From an optimization exercise on the open Yosys and OpenROAD flow, aimed at small area, a short achievable clock period and few clock cycles per item; shortcuts taken in it are not production practice. RTL that was checked went through simulation tests only; none was proved equivalent to the original.

Design aes256_enc, start of the top module:
module aes256_enc (
    input  wire         clk,
    input  wire         rst,
    input  wire         in_valid,
    output wire         in_ready,
    input  wire [255:0] in_key,
    input  wire [127:0] in_block,
    output wire         out_valid,
    output wire [127:0] out_block
);
For scale: roughly 11000 cells after synthesis, about 1900 flip-flops, ~520 I/O pins.
==> module aes_key_step, before the edit <==
module aes_key_step #(parameter ODD = 1) (
    input  wire [255:0] window,
    input  wire [31:0]  sub,
    input  wire [7:0]   rcon,
    output wire [255:0] next_window
);
  wire [31:0] temp;
  wire [31:0] w0, w1, w2, w3;
  wire [31:0] x0r, x01r;
  generate
    if (ODD) begin : g_odd
      assign temp = {sub[23:0], sub[31:24]};
      vec_xor #(8) u_x0r (.a(window[255:248]), .b(rcon), .y(x0r[31:24]));
      assign x0r[23:0] = window[247:224];
    end else begin : g_even
      assign temp = sub;
      assign x0r  = window[255:224];
    end
  endgenerate
  vec_xor #(32) u_x01r (.a(x0r), .b(window[223:192]), .y(x01r));
  vec_xor #(32) u_w0 (.a(x0r),  .b(temp), .y(w0));
  vec_xor #(32) u_w1 (.a(x01r), .b(temp), .y(w1));
  vec_xor #(32) u_w2 (.a(window[191:160]), .b(w1), .y(w2));
  vec_xor #(32) u_w3 (.a(window[159:128]), .b(w2), .y(w3));
  assign next_window = {window[127:0], w0, w1, w2, w3};
endmodule
Settings: LEC_CHECK=0, CAP_MARGIN=20, CELL_PAD_IN_SITES_DETAIL_PLACEMENT=1, CELL_PAD_IN_SITES_GLOBAL_PLACEMENT=1, CORE_MARGIN=2, CORE_UTILIZATION=45, CTS_BUF_LIST=sky130_fd_sc_hd__clkbuf_16, CTS_CLUSTER_DIAMETER=120, CTS_CLUSTER_SIZE=24, GPL_ROUTABILITY_DRIVEN=0, PLACE_DENSITY=0.55, SETUP_SLACK_MARGIN=5, SLEW_MARGIN=20, SYNTH_HIERARCHICAL=1, SYNTH_MINIMUM_KEEP_SIZE=0; clock period 9.0 ns.
standard.sh (not shown) runs the stock make flow with config.mk's settings and CLKGATE_MAP_FILE= SYNTH_SCRIPT=/design/flow/synth_recipe.tcl, a recipe that flattens the netlist after the stock synthesis.
==> flow/flow/run.sh <==
#!/bin/bash
set -euo pipefail
args=""
while IFS= read -r line; do
  [[ -z "$line" || "$line" == \#* ]] && continue
  args="$args '$line'"
done < flow/extra.txt
grep -q 'SETUP_SLACK_MARGIN=' standard.sh || true
sed "s/SETUP_SLACK_MARGIN=[-0-9.]* //; s|\"\${@:-finish}\"|$args \"\${@:-finish}\"|" standard.sh > standard_extra.sh
bash standard_extra.sh > flow.log 2>&1
==> flow/flow/extra.txt <==
SETUP_SLACK_MARGIN=5.6
BUFFER_PORTS_ARGS=-buffer_cell sky130_fd_sc_hd__buf_1
Change:
--- a/flow/design.v
+++ b/flow/design.v
@@ -386,28 +386,29 @@
     input  wire [31:0]  sub,
     input  wire [7:0]   rcon,
     output wire [255:0] next_window
 );
   wire [31:0] temp;
   wire [31:0] w0, w1, w2, w3;
-  wire [31:0] x0r, x01r;
+  wire [31:0] x0r, x01r, x23;
   generate
     if (ODD) begin : g_odd
       assign temp = {sub[23:0], sub[31:24]};
       vec_xor #(8) u_x0r (.a(window[255:248]), .b(rcon), .y(x0r[31:24]));
       assign x0r[23:0] = window[247:224];
     end else begin : g_even
       assign temp = sub;
       assign x0r  = window[255:224];
     end
   endgenerate
   vec_xor #(32) u_x01r (.a(x0r), .b(window[223:192]), .y(x01r));
+  vec_xor #(32) u_x23  (.a(window[191:160]), .b(window[159:128]), .y(x23));
   vec_xor #(32) u_w0 (.a(x0r),  .b(temp), .y(w0));
   vec_xor #(32) u_w1 (.a(x01r), .b(temp), .y(w1));
   vec_xor #(32) u_w2 (.a(window[191:160]), .b(w1), .y(w2));
-  vec_xor #(32) u_w3 (.a(window[159:128]), .b(w2), .y(w3));
+  vec_xor #(32) u_w3 (.a(x23),  .b(w1), .y(w3));
   assign next_window = {window[127:0], w0, w1, w2, w3};
 endmodule
 module aes256_enc (
     input  wire         clk,
     input  wire         rst,
     input  wire         in_valid,
Synthesized cell count increases by 0.61%.
Worst setup slack loses 0.042 ns.
Final cell count is about the same.
Fmax goes down by 1.2%.
Area after synthesis rises by 0.53%.
Hold slack degrades by 0.0066 ns.
Routed wire length decreases by 8.8%.
Die area came out higher by 0.53%.
Clock skew goes down by 0.012 ns.
Testbench counts after the change, summed over its fixed seeds: cycles 7,208, blocks 1,024.
For the first run of this note, only the layout was checked, not whether the RTL still works.

[separate check: timing with driven ports]
How much do the figures lean on ideal ports? The routed layouts below were timed once more, with nothing changed but the port constraints.
Step 1 sets driving cells, clkbuf_16 on the clock port and buf_2 on the other inputs (assumed; they add their load-dependent delay and slew).
Step 2, shift: input delay + t, output delay - t, t = (earliest + latest rising clock arrival at the registers) / 2. This alone moves slack from input paths to output paths.
a / b / c = ideal / step 1 / step 2; a / b = the first two.
run	t (ns)	slack for setup (ns)	hold WS [ns]	latest minus earliest clock arrival (ns)	worst register clock-pin slew, ns
the first run	0.881	5.595 / 5.595 / 5.595	0.316 / 0.316 / 0.316	0.042 / 0.041	0.11 / 0.11
the second run	0.871	5.553 / 5.553 / 5.419	0.309 / 0.309 / 0.309	0.031 / 0.031	0.11 / 0.11
After both steps setup and hold are still met in every run listed. For the second run, which loses most, drivers alone change the setup slack by 0.000 ns; drivers and shift together by -0.134 ns.
